Background: an optimization exercise with open tools, aiming at small area and a short achievable clock period. Do not read the settings as production practice.
At most, simulation tests tie the RTL to the original design; equivalence was not proved.
Power figures rest on the tool's default switching activity, not on a simulated workload.

run A:
==> module qe_arb, before the edit <==
module qe_arb (
    input  wire        clk,
    input  wire        rst,
    input  wire [7:0]  req,          
    input  wire [31:0] req_len,      
    input  wire        deadline,     
    input  wire        prio_we,      
    input  wire [23:0] prio_wdata,
    output wire [23:0] prio,         
    output wire [7:0]  gnt,          
    output wire [7:0]  aged,         
    output wire        beat_valid,   
    output wire [2:0]  beat_id,      
    output wire        beat_first    
);
    localparam [23:0] PRIO_RESET = {3'd6, 3'd3, 3'd4, 3'd2, 3'd2, 3'd1, 3'd1, 3'd1};
    reg [23:0] prio_r;
    reg [23:0] last;                 
    reg [3:0]  bcnt;                 
    reg        bvalid;
    reg        bfirst;
    reg [2:0]  bid;
    assign prio       = prio_r;
    assign beat_valid = bvalid;
    assign beat_first = bfirst;
    assign beat_id    = bid;
    wire decide = !bvalid || (bcnt == 4'd0);
    wire [63:0] prec;
    qe_arb_order u_order (.prio(prio_r), .last(last), .prec(prec));
    qe_arb_pick  u_pick  (.decide(decide), .req(req), .aged(aged), .deadline(deadline),
                          .prec(prec), .gnt(gnt));
    wire grant = decide && (|req);
    genvar g;
    generate
        for (g = 0; g < 8; g = g + 1) begin : g_wait
            qe_arb_wait u_wait (.clk(clk), .clr(rst || !req[g] || gnt[g]), .aged(aged[g]));
        end
    endgenerate
    wire [2:0] winner = {|gnt[7:4], gnt[7] | gnt[6] | gnt[3] | gnt[2],
                         gnt[7] | gnt[5] | gnt[3] | gnt[1]};
    reg  [3:0] win_len;
    reg  [2:0] win_prio;
    integer i;
    always @(*) begin
        win_len  = 4'd0;
        win_prio = 3'd0;
        for (i = 0; i < 8; i = i + 1)
            if (gnt[i]) begin
                win_len  = win_len | req_len[4*i +: 4];
                win_prio = win_prio | prio_r[3*i +: 3];
            end
    end
    always @(posedge clk) begin
        if (rst) begin
            prio_r <= PRIO_RESET;
            bvalid <= 1'b0;
        end else begin
            if (prio_we)
                prio_r <= prio_wdata;
            if (grant)
                bvalid <= 1'b1;
            else if (bcnt == 4'd0)
                bvalid <= 1'b0;
        end
        for (i = 0; i < 8; i = i + 1)
            if (rst || (grant && win_prio == i))
                last[3*i +: 3] <= rst ? 3'd7 : winner;
        if (grant) begin
            bcnt   <= win_len;
            bid    <= winner;
            bfirst <= 1'b1;
        end else begin
            bcnt   <= bcnt - 4'd1;
            bfirst <= 1'b0;
        end
    end
endmodule
Settings: LEC_CHECK=0, CAP_MARGIN=20, CORE_MARGIN=2, CORE_UTILIZATION=50, CTS_BUF_LIST=sky130_fd_sc_hd__clkbuf_4 sky130_fd_sc_hd__clkbuf_8, CTS_CLUSTER_SIZE=30, SLEW_MARGIN=20; clock period 20.0 ns.
standard.sh (not shown) runs the stock make flow with config.mk's settings and CLKGATE_MAP_FILE= SYNTH_SCRIPT=/design/flow/synth_recipe.tcl, a recipe that flattens the netlist after the stock synthesis.
==> flow/flow/run.sh <==
#!/bin/bash
# Layout flow: the standard ORFS flow (standard.sh), with three changes:
#  - synthesis maps the logic with an area-oriented ABC script (flow/abc_area.script);
#    flip-flops are mapped before ABC runs, so the registers are the standard synthesis's;
#  - the ports get plain buffers (buf_1) instead of the delay buffers buffer_ports picks;
#  - timing repair aims for a setup slack of SETUP_SLACK_MARGIN below the clock period.
# Each tool's output goes to the ORFS logs under orfs/logs; make's output to orfs_make.log.
set -euo pipefail
here=$(pwd)
rm -rf "$here/orfs_scripts"
cp -r "$FLOW_HOME/scripts" "$here/orfs_scripts"
pre="$here/orfs_scripts/synth_preamble.tcl"
sed -i 's|^if { \$::env(ABC_AREA) } {|if { [info exists ::env(FLOW_ABC_SCRIPT)] } {\n  set abc_script $::env(FLOW_ABC_SCRIPT)\n} elseif { $::env(ABC_AREA) } {|' "$pre"
grep -q FLOW_ABC_SCRIPT "$pre"
export FLOW_ABC_SCRIPT="$here/flow/abc_area.script"
bash standard.sh "SCRIPTS_DIR=$here/orfs_scripts" \
    "BUFFER_PORTS_ARGS=-buffer_cell sky130_fd_sc_hd__buf_1" \
    "SETUP_SLACK_MARGIN=9.6" finish > orfs_make.log 2>&1
==> flow/flow/abc_area.script <==
&get -n
&st
&dc2
&syn2
&dch -f
&nf -R 1000 -p
&put
Changes in run B relative to run A:
diff --git a/flow/design.v b/flow/design.v
--- a/flow/design.v
+++ b/flow/design.v
@@ -103,39 +103,29 @@
         for (g = 0; g < 8; g = g + 1) begin : g_wait
             qe_arb_wait u_wait (.clk(clk), .clr(rst || !req[g] || gnt[g]), .aged(aged[g]));
         end
     endgenerate
     wire [2:0] winner = {|gnt[7:4], gnt[7] | gnt[6] | gnt[3] | gnt[2],
                          gnt[7] | gnt[5] | gnt[3] | gnt[1]};
-    reg  [3:0] win_len;
-    reg  [2:0] win_prio;
-    integer i;
-    always @(*) begin
-        win_len  = 4'd0;
-        win_prio = 3'd0;
-        for (i = 0; i < 8; i = i + 1)
-            if (gnt[i]) begin
-                win_len  = win_len | req_len[4*i +: 4];
-                win_prio = win_prio | prio_r[3*i +: 3];
-            end
-    end
+    wire [3:0] win_len  = req_len[4*winner +: 4];
+    wire [2:0] win_prio = prio_r[3*winner +: 3];
     always @(posedge clk) begin
         if (rst) begin
             prio_r <= PRIO_RESET;
+            last   <= {8{3'd7}};
             bvalid <= 1'b0;
         end else begin
             if (prio_we)
                 prio_r <= prio_wdata;
-            if (grant)
+            if (grant) begin
+                last[3*win_prio +: 3] <= winner;
                 bvalid <= 1'b1;
-            else if (bcnt == 4'd0)
+            end else if (bcnt == 4'd0) begin
                 bvalid <= 1'b0;
+            end
         end
-        for (i = 0; i < 8; i = i + 1)
-            if (rst || (grant && win_prio == i))
-                last[3*i +: 3] <= rst ? 3'd7 : winner;
         if (grant) begin
             bcnt   <= win_len;
             bid    <= winner;
             bfirst <= 1'b1;
         end else begin
             bcnt   <= bcnt - 4'd1;
Results
- Per the final summary, run A finished and its layout is clean on timing, DRC and antenna.
- Run B completed every stage of the flow, and the final layout passed the timing, DRC and antenna checks.
- Compared with run A, run B degrades synthesized area.
- Compared with run A, run B shows a share of layout cells above drive strength 1 that is 1.2 points lower.
- Total power of run B is higher than that of run A.
- Min overall routed net length across run B and run A: run A
- Compare run B and run A | utilization lower: run B
- The area fraction in compound gates after synthesis reported for run B is greater than that of run A by 2.6 points.
- On worst hold slack: between run B and run A, it ends up higher for run A.
- On layout overhead on the synthesized area, the higher figure sits with run A, not run B.
- met2 usage in global routing in run B is 1.9 points lower than in run A
No functional check of the RTL was part of run B.

-- afterwards: timing with drivers on the ports --
How much do the figures lean on ideal ports? The routed layouts below were timed once more, with nothing changed but the port constraints.
Step 1 sets driving cells, clkbuf_16 on the clock port and buf_2 on the other inputs (assumed; they add their load-dependent delay and slew).
Step 2 also shifts input and output timing later by t, the mid clock arrival at the registers, as if the neighbouring blocks saw the same clock.
Three values: no drivers, after step 1, after step 2; two values: the first two.
run | shift t [ns] | setup WS [ns] | worst hold slack (ns) | worst slew at a driven data input, ns
run A | 0.490 | 9.725 / 9.702 / 9.702 | 0.385 / 0.385 / 0.385 | 0.04
run B | 0.494 | 9.794 / 9.768 / 9.768 | 0.369 / 0.369 / 0.369 | 0.05
After both steps setup and hold are still met in every run listed. The setup slack of run B, which loses most, moves by -0.026 ns with the drivers and by -0.026 ns with both steps.
